This design comes from an exercise in tuning for small area, a short achievable clock period and few clock cycles per item on the open sky130 flow, not from production work.
RTL that was checked went through simulation tests only; none was proved equivalent to the original.

Setup of v10:
// keyhash
module keyhash (
    input  wire        clk,
    input  wire        rst_n,
    input  wire        req_valid,
    output wire        req_ready,
    input  wire [7:0]  req_ns,
    input  wire [7:0]  req_len,      
    input  wire        key_valid,
    output wire        key_ready,
    input  wire [31:0] key_data,
    output reg         res_valid,
    output wire [63:0] res_hash,
    output wire [15:0] res_fp
);
    localparam [31:0] IV0 = 32'h6a09e667, IV1 = 32'hbb67ae85,
                      IV2 = 32'h3c6ef372, IV3 = 32'ha54ff53a,
                      IV4 = 32'h510e527f, IV5 = 32'h9b05688c,
                      IV6 = 32'h1f83d9ab, IV7 = 32'h5be0cd19;
    reg         run;          
    reg [1:0]   st;           
    reg         rl;           
    reg         ok;           
    reg [5:0]   kc;           
    reg         ld;           
    reg         act;          
    reg         first;        
    reg         last;         
    reg         go;           
    reg [3:0]   wph;          
    reg [3:0]   bph;          
    reg [31:0]  a, b, c, d, e, f, g, h;
    reg [31:0]  p;            
    reg [31:0]  kreg;         
    reg [31:0]  W [0:15];     
    reg [31:0]  R  [0:3];     
    reg [31:0]  RE [0:3];     
    reg         fvalid;
    reg [7:0]   fns;
    reg [7:0]   fml;          
    reg [1:0]   fnb;          
    reg [5:0]   fg;           
    reg [5:0]   fkw;          
    reg         kwl;          
    reg         kn;           
    reg [31:0]  ir;           
    reg         irv;
    reg [7:0]   carry;        
    wire [5:0] mw    = fml[7:2];
    wire [1:0] mb    = fml[1:0];
    wire       w_lt  = (fg < mw);
    wire       w_eq  = (fg == mw);
    wire       w_len = (fg == {fnb, 4'hf});
    wire [5:0] fg1   = fg + 6'd1;
    wire [7:0] b0src = (fg == 6'd0) ? fns : carry;
    reg [31:0] msg;
    integer qq;
    always @(*) begin
        for (qq = 0; qq < 4; qq = qq + 1) begin
            if (w_lt || (w_eq && qq[1:0] < mb))
  ...
Size: roughly 4600 cells after synthesis, about 140 I/O pins.
Settings: LEC_CHECK=0, ABC_CLOCK_PERIOD_IN_PS=4500, CAP_MARGIN=20, CORE_MARGIN=2, CORE_UTILIZATION=40, CTS_CLUSTER_DIAMETER=100, CTS_CLUSTER_SIZE=20, PLACE_DENSITY=0.6, SLEW_MARGIN=20; clock period 15.0 ns.
standard.sh (not shown) runs the stock make flow with config.mk's settings and CLKGATE_MAP_FILE= SYNTH_SCRIPT=/design/flow/synth_recipe.tcl, a recipe that flattens the netlist after the stock synthesis.
==> flow/flow/run.sh <==
#!/bin/bash
# The standard layout with three changes in how it is made (the SDC is unchanged):
#  - timing repair aims at a 5 ns period (SETUP_SLACK_MARGIN=10),
#  - the port buffers are buf_1 cells,
#  - after the standard synthesis, fix_inv.py removes inverter pairs that Yosys's
#    full-adder extraction leaves around full adders (registers are not touched).
# Each step's full output goes to a log file of its own in this folder.
set -euo pipefail
ARGS=(SETUP_SLACK_MARGIN=10.5 "BUFFER_PORTS_ARGS=-buffer_cell sky130_fd_sc_hd__buf_1")
RES=orfs/results/sky130hd/keyhash/base
bash standard.sh "${ARGS[@]}" synth > standard_synth.log 2>&1
cp "$RES/1_2_yosys.v" 1_2_yosys.standard.v
python3 flow/fix_inv.py 1_2_yosys.standard.v 1_2_yosys.fixed.v > fix_inv.log 2>&1
cp 1_2_yosys.fixed.v "$RES/1_2_yosys.v"
rm -f "$RES/1_synth.odb" "$RES/1_synth.sdc"
bash standard.sh "${ARGS[@]}" finish > standard_finish.log 2>&1
Other scripts of this flow, unchanged in this note and not shown: flow/flow/fix_inv.py
Testbench counts of v10, summed over its fixed seeds: cycles 236,508, keys 2,400.
For v19, these inputs were changed with respect to v10:
--- a/flow/design.v
+++ b/flow/design.v
@@ -25,15 +25,15 @@
     reg         act;          
     reg         first;        
     reg         last;         
     reg         go;           
     reg [3:0]   wph;          
     reg [3:0]   bph;          
     reg [31:0]  a, b, c, d, e, f, g, h;
-    reg [31:0]  p;            
+    reg [31:0]  px, pa;       
     reg [31:0]  kreg;         
     reg [31:0]  W [0:15];     
     reg [31:0]  R  [0:3];     
     reg [31:0]  RE [0:3];     
     reg         fvalid;
     reg [7:0]   fns;
     reg [7:0]   fml;          
@@ -89,18 +89,17 @@
     assign res_hash = {R[3], R[2]};
     assign res_fp   = R[1][31:16];
     function [31:0] rotr(input [31:0] x, input integer n);
         rotr = (x >> n) | (x << (32 - n));
     endfunction
     reg  [31:0] S1;
     wire [31:0] S0 = rotr(a, 2) ^ rotr(a, 13) ^ rotr(a, 22);
-    reg  [31:0] CH;
     wire [31:0] MJ = (a & b) ^ (a & c) ^ (b & c);
-    wire [31:0] t_s  = p ^ S1 ^ CH;
-    wire [31:0] t_c  = ((p & S1) | (p & CH) | (S1 & CH)) << 1;
+    wire [31:0] t_s  = px ^ S1;
+    wire [31:0] t_c  = (pa | (px & S1)) << 1;
     wire [31:0] x_s  = t_s ^ t_c ^ d;
     wire [31:0] x_c  = ((t_s & t_c) | (t_s & d) | (t_c & d)) << 1;
     wire [31:0] e_n  = x_s + x_c;
     wire [31:0] u_s  = t_s ^ t_c ^ MJ;
     wire [31:0] u_c  = ((t_s & t_c) | (t_s & MJ) | (t_c & MJ)) << 1;
     wire [31:0] v_s  = u_s ^ u_c ^ S0;
     wire [31:0] v_c  = ((u_s & u_c) | (u_s & S0) | (u_c & S0)) << 1;
@@ -121,27 +120,28 @@
         endcase
     end
     wire        ivsel = first && !rl;
     wire        ivld  = rl ? first : nk;
     wire [31:0] ra = (ivsel ? iva : R[0]) + (rl ? 32'd0 : d);
     wire [31:0] re = (ivsel ? ive : RE[0]) + (rl ? 32'd0 : h);
     wire [31:0] e_nx = run ? e_n : (ivld ? ive : re);
+    wire [31:0] ch_nx = (e_nx & e) ^ (~e_nx & f);     
     integer i;
     always @(posedge clk) begin
         for (i = 0; i < 15; i = i + 1)
             W[i] <= W[i+1];
         W[15] <= w_in;
-        p <= p_n;
         if (run)
             a <= a_n;
         else
             a <= ivld ? iva : ra;
         e  <= e_nx;
         S1 <= rotr(e_nx, 6) ^ rotr(e_nx, 11) ^ rotr(e_nx, 25);
-        CH <= (e_nx & e) ^ (~e_nx & f);
+        px <= p_n ^ ch_nx;
+        pa <= p_n & ch_nx;
         b <= a; c <= b; d <= c;
         f <= e; g <= f; h <= g;
         R[0] <= R[1];   R[1] <= R[2];   R[2] <= R[3];
         RE[0] <= RE[1]; RE[1] <= RE[2]; RE[2] <= RE[3];
         R[3]  <= stepping ? ra : R[0];
         RE[3] <= stepping ? re : RE[0];
         if (key_hs)
### Flow results
Via count of the first global-routing pass (v19 vs. v10) decreases slightly. Looking at register-to-register slack, v19 sits above v10. Relative to v10, sum of routed wire segments on met1 has increased by 2.4% in v19. | area overhead of the layout relative to synthesis | higher: v19 |. Die area across v19 and v10: no real change. The higher peak fanout along the critical path of v19 and v10 is in v19. ~same clock sink count in v19 and v10.
For v19, only the layout was checked, not whether the RTL still works.

-- afterwards: timing with drivers on the ports --
The flow's constraints put no driver on any port. The routed layouts listed below were extracted and timed again, unchanged, in two steps. Step 1: set_driving_cell puts a clkbuf_16 on clk and a buf_2 on each other input, an assumption about the parent block. Step 2 moves the port delays by t, midway between the first and last clock arrival at a register: inputs arrive t later, outputs are due t later. That takes back most of the time a late clock gives input paths. a / b / c = no drivers / after step 1 / after step 2; a / b = the first two.
| run | t, ns | setup slack, ns | worst slew at a driven data input, ns |
|---|---|---|---|
| v10 | 0.761 | 10.354 / 10.354 / 9.986 | 0.05 |
| v19 | 0.770 | 10.465 / 10.465 / 9.905 | 0.04 |
After both steps every run listed still meets setup and hold. The setup slack of v19, which loses most, moves by 0.000 ns with the drivers and by -0.560 ns with both steps.
